Context: an optimization exercise on an open-source flow, tuned for small area, a short achievable clock period and few clock cycles per item. The choices shown serve that exercise and are no tape-out recipe.
Function was checked by simulation only, so behaviour that the tests miss may differ from the original.

**constraint.sdc**
```tcl
create_clock -name core_clock -period 10.0 [get_ports {clk}]
set_input_delay 2.0000 -clock core_clock [delete_from_list [all_inputs] [get_ports {clk}]]
set_output_delay 2.0000 -clock core_clock [all_outputs]
set_load 0.01 [all_outputs]
```
**run.sh**
```bash
#!/bin/bash
# synth_recipe.tcl (not shown) runs the flow's synth.tcl, then flattens the netlist and writes it again
# the make line also repeats each setting of config.mk as NAME=value (left out here)
make -C /OpenROAD-flow-scripts/flow DESIGN_CONFIG=/design/flow/config.mk WORK_HOME=/design/flow/orfs CLKGATE_MAP_FILE= SYNTH_SCRIPT=/design/flow/synth_recipe.tcl finish
```
**design.v**
```verilog
module seal_sha256 (
    input  wire         clk,
    input  wire         rst,
    input  wire         in_valid,
    output wire         in_ready,
    input  wire [31:0]  in_data,
    input  wire         in_new,
    output wire         out_valid,
    output wire [255:0] digest
);
    localparam [255:0] IV = {32'h6a09e667, 32'hbb67ae85, 32'h3c6ef372, 32'ha54ff53a,
                             32'h510e527f, 32'h9b05688c, 32'h1f83d9ab, 32'h5be0cd19};
    reg  [5:0]   t;           
    reg          running;     
    reg          fin;         
    reg  [1:0]   pre;         
    reg          new0;        
    reg          fresh;       
    reg          newblk;      
    reg          out_valid_r;
    reg          in_ready_r;
    reg  [31:0]  a, b, c, d, e, f, g, hh;
    reg  [31:0]  kwh;         
    reg  [31:0]  w [0:15];    
    reg  [255:0] hreg;        
    assign in_ready  = in_ready_r;
    assign out_valid = out_valid_r;
    assign digest    = hreg;
    wire accept  = in_valid && in_ready_r;
    wire early   = (t >= 6'd1) && (t <= 6'd14);           
    wire fire    = running && (!early || accept);
    wire pf_acc  = accept && !(running && early);         
    wire start   = !running && (pre == 2'd2);
    wire new_eff = new0 || fresh;
    wire sched   = running && (t >= 6'd15) && (t <= 6'd62);  
    wire shift   = accept || sched;
    reg  [31:0]  k_t;
    always @(*) begin
        case (t)
            6'd0:  k_t = 32'h428a2f98; 6'd1:  k_t = 32'h71374491;
            6'd2:  k_t = 32'hb5c0fbcf; 6'd3:  k_t = 32'he9b5dba5;
            6'd4:  k_t = 32'h3956c25b; 6'd5:  k_t = 32'h59f111f1;
            6'd6:  k_t = 32'h923f82a4; 6'd7:  k_t = 32'hab1c5ed5;
            6'd8:  k_t = 32'hd807aa98; 6'd9:  k_t = 32'h12835b01;
            6'd10: k_t = 32'h243185be; 6'd11: k_t = 32'h550c7dc3;
            6'd12: k_t = 32'h72be5d74; 6'd13: k_t = 32'h80deb1fe;
            6'd14: k_t = 32'h9bdc06a7; 6'd15: k_t = 32'hc19bf174;
            6'd16: k_t = 32'he49b69c1; 6'd17: k_t = 32'hefbe4786;
            6'd18: k_t = 32'h0fc19dc6; 6'd19: k_t = 32'h240ca1cc;
            6'd20: k_t = 32'h2de92c6f; 6'd21: k_t = 32'h4a7484aa;
            6'd22: k_t = 32'h5cb0a9dc; 6'd23: k_t = 32'h76f988da;
            6'd24: k_t = 32'h983e5152; 6'd25: k_t = 32'ha831c66d;
            6'd26: k_t = 32'hb00327c8; 6'd27: k_t = 32'hbf597fc7;
            6'd28: k_t = 32'hc6e00bf3; 6'd29: k_t = 32'hd5a79147;
            6'd30: k_t = 32'h06ca6351; 6'd31: k_t = 32'h14292967;
            6'd32: k_t = 32'h27b70a85; 6'd33: k_t = 32'h2e1b2138;
            6'd34: k_t = 32'h4d2c6dfc; 6'd35: k_t = 32'h53380d13;
            6'd36: k_t = 32'h650a7354; 6'd37: k_t = 32'h766a0abb;
            6'd38: k_t = 32'h81c2c92e; 6'd39: k_t = 32'h92722c85;
            6'd40: k_t = 32'ha2bfe8a1; 6'd41: k_t = 32'ha81a664b;
            6'd42: k_t = 32'hc24b8b70; 6'd43: k_t = 32'hc76c51a3;
            6'd44: k_t = 32'hd192e819; 6'd45: k_t = 32'hd6990624;
            6'd46: k_t = 32'hf40e3585; 6'd47: k_t = 32'h106aa070;
            6'd48: k_t = 32'h19a4c116; 6'd49: k_t = 32'h1e376c08;
            6'd50: k_t = 32'h2748774c; 6'd51: k_t = 32'h34b0bcb5;
            6'd52: k_t = 32'h391c0cb3; 6'd53: k_t = 32'h4ed8aa4a;
            6'd54: k_t = 32'h5b9cca4f; 6'd55: k_t = 32'h682e6ff3;
            6'd56: k_t = 32'h748f82ee; 6'd57: k_t = 32'h78a5636f;
            6'd58: k_t = 32'h84c87814; 6'd59: k_t = 32'h8cc70208;
            6'd60: k_t = 32'h90befffa; 6'd61: k_t = 32'ha4506ceb;
            6'd62: k_t = 32'hbef9a3f7; default: k_t = 32'hc67178f2;
        endcase
    end
    wire [31:0] s1_e = {e[5:0], e[31:6]} ^ {e[10:0], e[31:11]} ^ {e[24:0], e[31:25]};
    wire [31:0] ch   = (e & f) ^ (~e & g);
    wire [31:0] s0_a = {a[1:0], a[31:2]} ^ {a[12:0], a[31:13]} ^ {a[21:0], a[31:22]};
    wire [31:0] maj  = (a & b) ^ (a & c) ^ (b & c);
    wire [31:0] e_new = d + kwh + ch + s1_e;
    wire [31:0] a_new = kwh + ch + maj + s1_e + s0_a;
    wire [31:0] ws0   = {w[1][6:0], w[1][31:7]} ^ {w[1][17:0], w[1][31:18]} ^ (w[1] >> 3);
    wire [31:0] ws1   = {w[14][16:0], w[14][31:17]} ^ {w[14][18:0], w[14][31:19]} ^ (w[14] >> 10);
    wire [31:0] w_new = ws1 + w[9] + ws0 + w[0];
    wire [255:0] base = newblk ? IV : hreg;
    wire [255:0] st   = {a, b, c, d, e, f, g, hh};
    wire [255:0] sum  = {base[255:224] + a,  base[223:192] + b,  base[191:160] + c,  base[159:128] + d,
                         base[127:96]  + e,  base[95:64]   + f,  base[63:32]    + g,  base[31:0]     + hh};
    wire [31:0] kp = start ? (new_eff ? IV[31:0] : (fin ? base[31:0] : hh)) : g;
    wire [31:0] kq = (start && fin && !new_eff) ? hh : 32'd0;
    wire [31:0] kw = start ? w[14] : w[15];
    wire [31:0] kwh_new = kp + kq + k_t + kw;
    wire       running_n = start || (running && !(t == 6'd0));
    wire [5:0] t_n       = (start || (fire && t != 6'd0)) ? t + 6'd1 : t;
    wire [1:0] pre_n     = start ? 2'd0 : (pf_acc ? pre + 2'd1 : pre);
    wire       early_n   = (t_n >= 6'd1) && (t_n <= 6'd14);
    wire       ready_n   = running_n ? (early_n || ((t_n == 6'd63 || t_n == 6'd0) && pre_n != 2'd2))
                                     : (pre_n != 2'd2);
    integer i;
    always @(posedge clk) begin
        if (rst) begin
            t           <= 6'd0;
            running     <= 1'b0;
            fin         <= 1'b0;
            pre         <= 2'd0;
            fresh       <= 1'b1;
            out_valid_r <= 1'b0;
            in_ready_r  <= 1'b1;
        end else begin
            t           <= t_n;
            running     <= running_n;
            fin         <= running && (t == 6'd0);
            pre         <= pre_n;
            out_valid_r <= fin;
            in_ready_r  <= ready_n;
            if (start)
                fresh <= 1'b0;
        end
        if (pf_acc && pre == 2'd0)
            new0 <= in_new;
        if (start)
            newblk <= new_eff;
        if (fire || start)
            kwh <= kwh_new;
        if (shift) begin
            for (i = 0; i < 15; i = i + 1)
                w[i] <= w[i + 1];
            w[15] <= accept ? in_data : w_new;
        end
        if (fin)
            hreg <= sum;
        if (fire) begin
            hh <= g;
            g  <= f;
            f  <= e;
            e  <= e_new;
            d  <= c;
            c  <= b;
            b  <= a;
            a  <= a_new;
        end else if (start && new_eff) begin
            {a, b, c, d, e, f, g, hh} <= IV;
        end else if (fin) begin
            {a, b, c, d, e, f, g, hh} <= sum;
        end
    end
endmodule
```
**config.mk**
```make
export PLATFORM = sky130hd
export DESIGN_NAME = seal_sha256
export DESIGN_NICKNAME = seal_sha256
export VERILOG_FILES = /design/flow/design.v
export SDC_FILE = /design/flow/constraint.sdc
export NUM_CORES = 4
export LEC_CHECK = 0
export CAP_MARGIN = 20
export CORE_MARGIN = 2
export CORE_UTILIZATION = 30
export PLACE_DENSITY = 0.5
export SLEW_MARGIN = 20
```
==> run summary <==
status: no timing/DRC/antenna violations
hold_buf cts: 0
RSZ-0062 raised after global routing: false
clock latency (worst-skew pair): 0.82 ns
CP top delay family: compound AO/OA/AOI/OAI gates
ys async rst share: 0%
Initial Utilization: 30.2%
actual slew at the worst max-slew pin: 1.13 ns
Crit Path Class: reg2reg
die width: 485 µm
vias in the first global route: 49200
crit path to: kwh[31]$_DFFE_PP_
DR iter-0 viols: 4863
CTS Buffer Depth: 3
CTS tree: yes
row count: 176
CP Launch Point: running$_SDFF_PP0_
Clk Tree Root Cell: clkbuf_16
warnings from Yosys: 2
Placed Cells incl. Taps: 9230
WL/cell: 27.2 µm
Reg-to-Reg Start: running$_SDFF_PP0_
max_cap viols: 0
post-CTS sizing: 0
hold slack final: 0.407 ns
layout cells sized above 1: 7.85%
WP depth: 22
Crit Path Max Fanout: 32
Worst R2R Setup Slack: 3.10 ns
Primary FF master, synth: edfxtp_1
router iterations before antenna repair: 7
Slew HR: 24.5%
chip height: 485 µm
Critical path buffers and inverters: 5
hpwl dp: 192000 µm
core box area: 0.230 mm²
Setup TNS Final: 0 ns
area of the multi-input gates: 0.0340 mm²
Synth Instances: 6091
Critical Path AT: 7.44 ns
Mapped Nets: 6809
GRT Total Usage: 21.4%
syn_area_per_cell: 11.4 µm²
initial antenna violation count: 2
area of the die: 0.235 mm²
Port Buffer Count: 293
Worst Setup Start Kind: flip-flop
storage element area: 0.0327 mm²
slowest CP cell: nand2_1
via count: 50100
Worst Setup End Kind: flip-flop
Layout area overhead: 15.7%
gpl congestion: 0.927
commonest non-fill, non-tap cells in the layout: 1058 x edfxtp_1, 493 x inv_1, 424 x xnor2_1
Residual DRC: 0
Max Slew Vio Count: 0
fin util: 34.9%
first-pass GRT wire length: 364000 µm
R2R Path End: kwh[31]$_DFFE_PP_
Non-Filler Instances: 9476
WP data required: 10.54 ns
Final Hold Vio Count: 0
CTS Buf Count: 133
Ports: 294
Synth Register Bits: 1103
Avg Vias per Cell: 5.29
CP max stage delay: 0.65 ns
post-route ant nets: 0
Clock transition at path regs: 0.07 ns
CTS Sinks: 1103
commonest non-fill, non-tap cell in the layout: edfxtp_1
Max Freq: 0.145 GHz
postcts setup bufs: 0
Final setup viols: 0
Worst R2R Path Depth: 22
area of the mapped netlist: 0.0695 mm²
Hold Path Class: reg2reg
CTS H-tree lvls: 4
fin nets: 7057
skew final: 0.0451 ns
Synth cell types: 99
minimum clock period: 6.90 ns
number of synthesized flops with an enable pin: 1058
Seq/Total Area, Yosys: 47.0%
CP Cell Sequence: inv_1 > nand2_1 > buf_4 > inv_2 > nand2_1 > o21ai_0 > fa_1 > inv_1 > fa_1 > inv_1 > ha_1 > fa_1 > a211oi_1 > o21ai_0 > a32o_1 > a221oi_1 > o22ai_1 > a21oi_1 > o31ai_1 > a211o_1 > a21oi_1 > xnor2_1
GRT overflow: 0
largest net degree at the start of global routing: 141
Fillers: 22800
fin crit share: 69.0%
Routed WL: 258000 µm
[sequential cells by signal (all words and copies together), names as in the netlist]
name and cells:
newblk 1, k_t 32, c 32, hh 32
f 32, t 6, e 32, w 512
running 1, pre 2, hreg 256, in_ready_r 1
d 32, fin 1, out_valid_r 1, new0 1
fresh 1, a 32, g 32, b 32
kwh 32
[through the flow]
stage | setup WS, ns | instance area (µm²)
after floorplan | 0.537 | 69500
after global placement | 3.03 | 75900
after detailed placement | 3.05 | 75900
after CTS | 3.01 | 80400
after global routing | 2.60 | 80400
final | 3.10 | 80400
[kinds of logic (layout without fill, tap and decap cells)]
family / count (synthesis) / in the layout / synth area share (%)
simple gates: 1318 / 1318 / 9.39
flops: 1103 / 1103 / 47.0
fa+ha+maj: 713 / 713 / 15.8
other cells: 0 / 2 / 0
buf+inv: 756 / 1113 / 4.20
mux: 94 / 94 / 1.40
compound gates: 1522 / 1522 / 14.8
xor+xnor: 585 / 585 / 7.39
[layer usage]
layer | track usage (%) | vias to the layer above | routed length, µm
met5 | 0 | - | 0
met4 | 9.46 | 0 | 12300
met3 | 3.16 | 382 | 14900
met2 | 34.1 | 1801 | 118000
met1 | 28.7 | 25400 | 113000
li1 | - | 22500 | -
[synth_stat cells, types with 13 or more instances]
cell | count | area, µm²
a211oi_1 | 71 | 533
a21o_1 | 153 | 1150
a21oi_1 | 378 | 1890
a22o_1 | 98 | 858
a31oi_1 | 60 | 375
and2_1 | 44 | 275
and3_1 | 36 | 225
buf_1 | 13 | 48.8
buf_2 | 29 | 145
clkbuf_1 | 207 | 777
dfxtp_1 | 45 | 901
edfxtp_1 | 1058 | 31800
fa_1 | 286 | 5730
ha_1 | 396 | 4950
inv_1 | 494 | 1850
maj3_1 | 31 | 310
mux2_2 | 24 | 270
mux2i_1 | 69 | 691
nand2_1 | 329 | 1230
nand2b_1 | 44 | 275
nand3_1 | 78 | 390
nand4_1 | 26 | 163
nor2_1 | 319 | 1200
nor2b_1 | 149 | 932
nor3_1 | 70 | 350
o211ai_1 | 40 | 300
o21a_1 | 54 | 405
o21ai_0 | 269 | 1350
o21ai_1 | 28 | 140
o21bai_1 | 40 | 300
o221ai_1 | 18 | 158
o22a_1 | 113 | 990
o22ai_1 | 22 | 138
o31ai_1 | 20 | 150
or2_2 | 149 | 932
or3_1 | 19 | 119
xnor2_1 | 426 | 3730
xor2_1 | 158 | 1380
[worst min path at each step]
stage                     cells past startpoint  slack [ns]           startpoint                  end
final                                         0        0.41  w[10][21]$_DFFE_PP_   w[9][21]$_DFFE_PP_
after global routing                          0        0.41  w[10][21]$_DFFE_PP_   w[9][21]$_DFFE_PP_
after floorplan                               0        0.40   w[11][0]$_DFFE_PP_   w[10][0]$_DFFE_PP_
after global placement                        0        0.40   w[12][9]$_DFFE_PP_   w[11][9]$_DFFE_PP_
after CTS                                     0        0.41  w[10][21]$_DFFE_PP_   w[9][21]$_DFFE_PP_
after detailed placement                      0        0.40  w[11][15]$_DFFE_PP_  w[10][15]$_DFFE_PP_
[layout make-up]
class | instances | area share [%]
timing repair buffer | 370 | 4.47
inverter | 499 | 2.33
sequential | 1103 | 40.6
tap | 3026 | 4.71
multi-input combinational | 4232 | 42.3
antenna | 2 | 0.00622
clock buffer | 163 | 4.30
clock inverter | 81 | 1.25
Testbench counts, summed over its fixed seeds: cycles 33,312, blocks 512.

==> static timing again, ports no longer ideal <==
In the flow no input, the clock included, has a driving cell. The finished layout below was timed again as built, in two steps. Step 1 assumes that a clkbuf_16 drives the clock port and a buf_2 every other input. Step 2 adds t to the input delays and takes it off the output delays; t is the mean of the earliest and latest rising clock arrival at the registers after step 1. Input paths then give back, and output paths get back, about the clock's delay inside the block. Three values: ideal ports, drivers, drivers and shift; two values: the first two.
shift t [ns]: 0.898
setup slack, ns: 3.100 / 3.100 / 2.895
clock arrival spread, ns: 0.050 / 0.050
slew at the worst register clock pin (ns): 0.07 / 0.07
After both steps setup and hold are still met in this run. The setup slack of this run moves by 0.000 ns with the drivers and by -0.205 ns with both steps.
